Background: an optimization exercise with open tools, aiming at small area and a short achievable clock period. Do not read the settings as production practice.
Function was checked by simulation only, so behaviour that the tests miss may differ from the original.

==> trial 74 <==
==> flow/design.v <==
module ce_agu (
    input  wire        clk,
    input  wire        rst,         
    input  wire        wr_en,
    input  wire [4:0]  wr_sel,
    input  wire [15:0] wr_data,
    input  wire [4:0]  rd_sel,
    output reg  [15:0] rd_data,
    input  wire        x_en,
    input  wire [1:0]  x_k,
    input  wire [15:0] x_disp,
    input  wire        x_upd,
    output wire [15:0] x_ea,
    output wire        x_fault,
    input  wire        y_en,
    input  wire [1:0]  y_k,
    input  wire [15:0] y_disp,
    input  wire        y_upd,
    output wire [15:0] y_ea,
    output wire        y_fault
);
    reg [15:0] xa [0:3];
    reg [15:0] ya [0:3];
    reg [15:0] xn [0:3];
    reg [15:0] yn [0:3];
    reg [15:0] xm [0:3];
    reg [15:0] ym [0:3];
    function [15:0] rev_m;
        input [15:0] v;
        input [3:0]  m;
        reg   [15:0] r;
        integer      i;
        begin
            for (i = 0; i < 16; i = i + 1)
                r[i] = v[15 - i];
            rev_m = r >> (16 - m);
        end
    endfunction
    function bad_mode;
        input [15:0] mr;
        begin
            bad_mode = (mr[15:14] == 2'd3) ||
                       (mr[15:14] == 2'd2 && (mr[3:0] == 4'd0 || mr[3:0] == 4'd15));
        end
    endfunction
    function [15:0] addr_update;
        input [15:0] a;
        input [15:0] n;
        input [15:0] mr;
        reg   [14:0] len1;       
        reg   [15:0] pmask;      
        reg   [15:0] base;
        reg signed [17:0] x;     
        reg signed [17:0] r;
        reg   [15:0] mmask;      
        reg   [15:0] off;
        reg   [15:0] sum;
        integer      i;
        begin
            addr_update = a;
            case (mr[15:14])
                2'd0: addr_update = a + n;
                2'd1: begin
                    len1  = {1'b0, mr[13:0]} + 15'd1;
                    pmask = 16'd0;
                    for (i = 0; i < 15; i = i + 1)
                        if (({1'b0, mr[13:0]} >> i) != 15'd0)
                            pmask[i] = 1'b1;
                    base = a & ~pmask;
                    x = $signed({2'b00, a & pmask}) + $signed({{2{n[15]}}, n});
                    r = x % $signed({3'b000, len1});
                    if (r < 0)
                        r = r + $signed({3'b000, len1});
                    addr_update = base + r[15:0];
                end
                2'd2: begin
                    mmask = (16'd1 << mr[3:0]) - 16'd1;
                    off   = a & mmask;
                    sum   = (rev_m(off, mr[3:0]) + rev_m(n & mmask, mr[3:0])) & mmask;
                    addr_update = (a & ~mmask) | rev_m(sum, mr[3:0]);
                end
                default: addr_update = a;
            endcase
        end
    endfunction
    assign x_ea = xa[x_k] + x_disp;
    assign y_ea = ya[y_k] + y_disp;
    assign x_fault = x_en && x_upd && bad_mode(xm[x_k]);
    assign y_fault = y_en && y_upd && bad_mode(ym[y_k]);
    wire any_fault = x_fault || y_fault;
    wire x_do_upd  = x_en && x_upd && !any_fault;
    wire y_do_upd  = y_en && y_upd && !any_fault;
    wire [15:0] x_next = addr_update(xa[x_k], xn[x_k], xm[x_k]);
    wire [15:0] y_next = addr_update(ya[y_k], yn[y_k], ym[y_k]);
    always @(*) begin
        case (rd_sel[4:2])
            3'd0: rd_data = xa[rd_sel[1:0]];
            3'd1: rd_data = ya[rd_sel[1:0]];
            3'd2: rd_data = xn[rd_sel[1:0]];
            3'd3: rd_data = yn[rd_sel[1:0]];
            3'd4: rd_data = xm[rd_sel[1:0]];
            3'd5: rd_data = ym[rd_sel[1:0]];
            default: rd_data = 16'd0;
        endcase
    end
    integer j;
    always @(posedge clk) begin
        if (rst) begin
            for (j = 0; j < 4; j = j + 1) begin
                xa[j] <= 16'd0;
                ya[j] <= 16'd0;
                xn[j] <= 16'd0;
                yn[j] <= 16'd0;
                xm[j] <= 16'd0;
                ym[j] <= 16'd0;
            end
        end else begin
            if (x_do_upd)
                xa[x_k] <= x_next;
            if (y_do_upd)
                ya[y_k] <= y_next;
            if (wr_en) begin
                case (wr_sel[4:2])
                    3'd0: xa[wr_sel[1:0]] <= wr_data;
                    3'd1: ya[wr_sel[1:0]] <= wr_data;
                    3'd2: xn[wr_sel[1:0]] <= wr_data;
                    3'd3: yn[wr_sel[1:0]] <= wr_data;
                    3'd4: xm[wr_sel[1:0]] <= wr_data;
                    3'd5: ym[wr_sel[1:0]] <= wr_data;
                    default: ;
                endcase
            end
        end
    end
endmodule
==> flow/run.sh <==
#!/bin/bash
# synth_recipe.tcl (not shown) runs the flow's synth.tcl, then flattens the netlist and writes it again
# the make line also repeats each setting of config.mk as NAME=value (left out here)
make -C /OpenROAD-flow-scripts/flow DESIGN_CONFIG=/design/flow/config.mk WORK_HOME=/design/flow/orfs CLKGATE_MAP_FILE= SYNTH_SCRIPT=/design/flow/synth_recipe.tcl finish
==> flow/config.mk <==
export PLATFORM = sky130hd
export DESIGN_NAME = ce_agu
export DESIGN_NICKNAME = ce_agu
export VERILOG_FILES = /design/flow/design.v
export SDC_FILE = /design/flow/constraint.sdc
export NUM_CORES = 4
export LEC_CHECK = 0
export CAP_MARGIN = 20
export CORE_MARGIN = 2
export CORE_UTILIZATION = 40
export SLEW_MARGIN = 20
==> flow/constraint.sdc <==
create_clock -name core_clock -period 60.0 [get_ports {clk}]
set_input_delay 12.0000 -clock core_clock [delete_from_list [all_inputs] [get_ports {clk}]]
set_output_delay 12.0000 -clock core_clock [all_outputs]
set_load 0.01 [all_outputs]
==> inputs of build 87, as changes to trial 74 <==
==> flow/design.v (replaced) <==
module ce_agu (
    input  wire        clk,
    input  wire        rst,         
    input  wire        wr_en,
    input  wire [4:0]  wr_sel,
    input  wire [15:0] wr_data,
    input  wire [4:0]  rd_sel,
    output reg  [15:0] rd_data,
    input  wire        x_en,
    input  wire [1:0]  x_k,
    input  wire [15:0] x_disp,
    input  wire        x_upd,
    output wire [15:0] x_ea,
    output wire        x_fault,
    input  wire        y_en,
    input  wire [1:0]  y_k,
    input  wire [15:0] y_disp,
    input  wire        y_upd,
    output wire [15:0] y_ea,
    output wire        y_fault
);
    reg [15:0] xa [0:3];
    reg [15:0] ya [0:3];
    reg [15:0] xn [0:3];
    reg [15:0] yn [0:3];
    reg [15:0] xm [0:3];
    reg [15:0] ym [0:3];
    reg [16:0] pr [0:7];
    localparam DS = 8;
    wire [2:0]  wr_p   = {wr_sel[2], wr_sel[1:0]};
    wire [15:0] wn_old = wr_p[2] ? yn[wr_p[1:0]] : xn[wr_p[1:0]];
    wire [15:0] wm_old = wr_p[2] ? ym[wr_p[1:0]] : xm[wr_p[1:0]];
    wire [15:0] f_n    = wr_sel[4] ? wn_old : wr_data;          
    wire [13:0] f_len  = wr_sel[4] ? wr_data[13:0] : wm_old[13:0];
    wire [14:0] f_v    = f_n[14:0] ^ {15{f_n[15]}};
    wire [7:0]  pend;
    genvar g;
    generate
        for (g = 0; g < 8; g = g + 1) begin : pend_flags
            assign pend[g] = pr[g][16];
        end
    endgenerate
    wire        dv_busy = |pend;
    wire [2:0]  dv_p    = {|pend[7:4], |{pend[7:6], pend[3:2]}, |{pend[7], pend[5], pend[3], pend[1]}};
    wire [15:0] dv_st   = pr[dv_p][15:0];
    wire [15:0] dv_m    = dv_p[2] ? ym[dv_p[1:0]] : xm[dv_p[1:0]];
    wire [DS-1:0]  dv_r0  = dv_st[15:16-DS];
    wire [14-DS:0] dv_vlo = dv_st[14-DS:0];
    wire           dv_neg = dv_st[15-DS];
    wire [13:0]    dv_len = dv_m[13:0];
    function [14:0] dv_step;
        input [14:0] sh;
        input [13:0] len;
        input integer w;
        reg   [15:0] df;
        reg   [14:0] mk;
        begin
            mk = (15'd1 << w) - 15'd1;
            df = {1'b0, sh & mk} + {1'b0, ~{1'b0, len} & mk};
            if (df[w] && ({1'b0, len} >> w) == 15'd0)
                dv_step = df[14:0] & mk;
            else
                dv_step = sh & mk;
        end
    endfunction
    wire [14:0] f_r [0:DS];
    wire [14:0] b_r [DS:15];
    assign f_r[0] = 15'd0;
    genvar s;
    generate
        for (s = 0; s < DS; s = s + 1) begin : dv_front
            assign f_r[s+1] = dv_step({f_r[s][13:0], f_v[14 - s]}, f_len, s + 1);
        end
        assign b_r[DS] = {{(15-DS){1'b0}}, dv_r0};
        for (s = DS; s < 15; s = s + 1) begin : dv_back
            assign b_r[s+1] = dv_step({b_r[s][13:0], dv_vlo[14 - s]}, dv_len, s + 1);
        end
    endgenerate
    wire [13:0] dv_q   = b_r[15][13:0];
    wire [13:0] dv_rem = dv_neg ? dv_len - dv_q : dv_q;
    function bad_mode;
        input [15:0] mr;
        begin
            bad_mode = (mr[15:14] == 2'd3) ||
                       (mr[15:14] == 2'd2 && (mr[3:0] == 4'd0 || mr[3:0] == 4'd15));
        end
    endfunction
    function [15:0] rev16;
        input [15:0] v;
        integer i;
        begin
            for (i = 0; i < 16; i = i + 1)
                rev16[i] = v[15 - i];
        end
    endfunction
    function [15:0] addr_update;
        input [15:0] a;
        input [15:0] n;
        input [15:0] mr;
        input [13:0] r;
        reg   [13:0] pmask;      
        reg   [13:0] off;
        reg   [14:0] l1;         
        reg   [15:0] s0, s1, s2;
        reg   [13:0] res;
        reg   [15:0] mmask;      
        reg   [15:0] bsum;
        integer      i;
        begin
            for (i = 0; i < 14; i = i + 1)
                pmask[i] = |(mr[13:0] >> i);
            off = a[13:0] & pmask;
            l1  = {1'b0, mr[13:0]} + 15'd1;
            s0  = {2'b00, off} + {2'b00, r};                 
            s1  = s0 - {1'b0, l1};
            s2  = s0 - {l1, 1'b0};
            res = !s2[15] ? s2[13:0] : !s1[15] ? s1[13:0] : s0[13:0];
            for (i = 0; i < 16; i = i + 1)
                mmask[i] = (i < mr[3:0]);
            bsum = rev16(rev16(a & mmask) + rev16(n & mmask));
            case (mr[15:14])
                2'd0:    addr_update = a + n;
                2'd1:    addr_update = {a[15:14], (a[13:0] & ~pmask) | res};
                default: addr_update = (a & ~mmask) | bsum;
            endcase
        end
    endfunction
    wire [15:0] xa_s = xa[x_k];
    wire [15:0] ya_s = ya[y_k];
    wire [15:0] xm_s = xm[x_k];
    wire [15:0] ym_s = ym[y_k];
    assign x_ea = xa_s + x_disp;
    assign y_ea = ya_s + y_disp;
    assign x_fault = x_en && x_upd && bad_mode(xm_s);
    assign y_fault = y_en && y_upd && bad_mode(ym_s);
    wire any_fault = x_fault || y_fault;
    wire x_do_upd  = x_en && x_upd && !any_fault;
    wire y_do_upd  = y_en && y_upd && !any_fault;
    wire [16:0] xr_e = pr[{1'b0, x_k}];
    wire [16:0] yr_e = pr[{1'b1, y_k}];
    wire [13:0] xr_s = xr_e[16] ? dv_rem : xr_e[13:0];
    wire [13:0] yr_s = yr_e[16] ? dv_rem : yr_e[13:0];
    wire [15:0] x_next = addr_update(xa_s, xn[x_k], xm_s, xr_s);
    wire [15:0] y_next = addr_update(ya_s, yn[y_k], ym_s, yr_s);
    always @(*) begin
        case (rd_sel[4:2])
            3'd0: rd_data = xa[rd_sel[1:0]];
            3'd1: rd_data = ya[rd_sel[1:0]];
            3'd2: rd_data = xn[rd_sel[1:0]];
            3'd3: rd_data = yn[rd_sel[1:0]];
            3'd4: rd_data = xm[rd_sel[1:0]];
            3'd5: rd_data = ym[rd_sel[1:0]];
            default: rd_data = 16'd0;
        endcase
    end
    wire wr_nm = wr_en && (wr_sel[4:3] == 2'b01 || wr_sel[4:3] == 2'b10);
    integer j;
    always @(posedge clk) begin
        if (rst) begin
            for (j = 0; j < 4; j = j + 1) begin
                xa[j] <= 16'd0;
                ya[j] <= 16'd0;
                xn[j] <= 16'd0;
                yn[j] <= 16'd0;
                xm[j] <= 16'd0;
                ym[j] <= 16'd0;
            end
            for (j = 0; j < 8; j = j + 1)
                pr[j] <= 17'd0;
        end else begin
            if (x_do_upd)
                xa[x_k] <= x_next;
            if (y_do_upd)
                ya[y_k] <= y_next;
            if (dv_busy)
                pr[dv_p] <= {3'b000, dv_rem};
            if (wr_nm)
                pr[wr_p] <= {1'b1, f_r[DS][DS-1:0], f_n[15], f_v[14-DS:0]};
            if (wr_en) begin
                case (wr_sel[4:2])
                    3'd0: xa[wr_sel[1:0]] <= wr_data;
                    3'd1: ya[wr_sel[1:0]] <= wr_data;
                    3'd2: xn[wr_sel[1:0]] <= wr_data;
                    3'd3: yn[wr_sel[1:0]] <= wr_data;
                    3'd4: xm[wr_sel[1:0]] <= wr_data;
                    3'd5: ym[wr_sel[1:0]] <= wr_data;
                    default: ;
                endcase
            end
        end
    end
endmodule
==> run notes <==
metric	build 87	trial 74
Result of the run	no timing/DRC/antenna violations	no timing/DRC/antenna violations
Die Footprint	121000 um2	142000 um2
Setup slack after layout	31.30 ns	2.41 ns
Avg Inst Size Synth	9.96 um2	8.20 um2
Cells on worst reg2reg path	86	215
Slowest Stage Delay on Critical Path	0.99 ns	0.62 ns
Endpoint of the lowest-slack register-to-register path	ya[2][0]	ya[2][15]
Met3 Wirelength	21100 um	25000 um
Worst hold slack	0.514 ns	1.36 ns
CP Depth	8	216
Non-clock buffer total of the final layout	222	346
Met2 capacity usage during global routing	45.6%	42.5%
Tap cell instance count	1536	1876
Crit path capture type	output pin	register

[static timing again, ports no longer ideal]
Ports are ideal in the flow. The routed layouts listed here were re-timed in OpenROAD. Step 1, drivers: a clkbuf_16 drives clk and a buf_2 each remaining input, both assumed. Step 2 moves the port delays by t, midway between the first and last clock arrival at a register: inputs arrive t later, outputs are due t later. That takes back most of the time a late clock gives input paths. a / b / c = ideal / step 1 / step 2; a / b = the first two.
run	shift t [ns]	setup slack, ns	worst setup path at the end
trial 74	0.639	2.411 / 2.449 / 1.810	input to register
build 87	0.721	31.302 / 31.261 / 31.261	input to output
After both steps every run listed still meets setup and hold. The setup slack of trial 74, which loses most, moves by +0.038 ns with the drivers and by -0.601 ns with both steps.
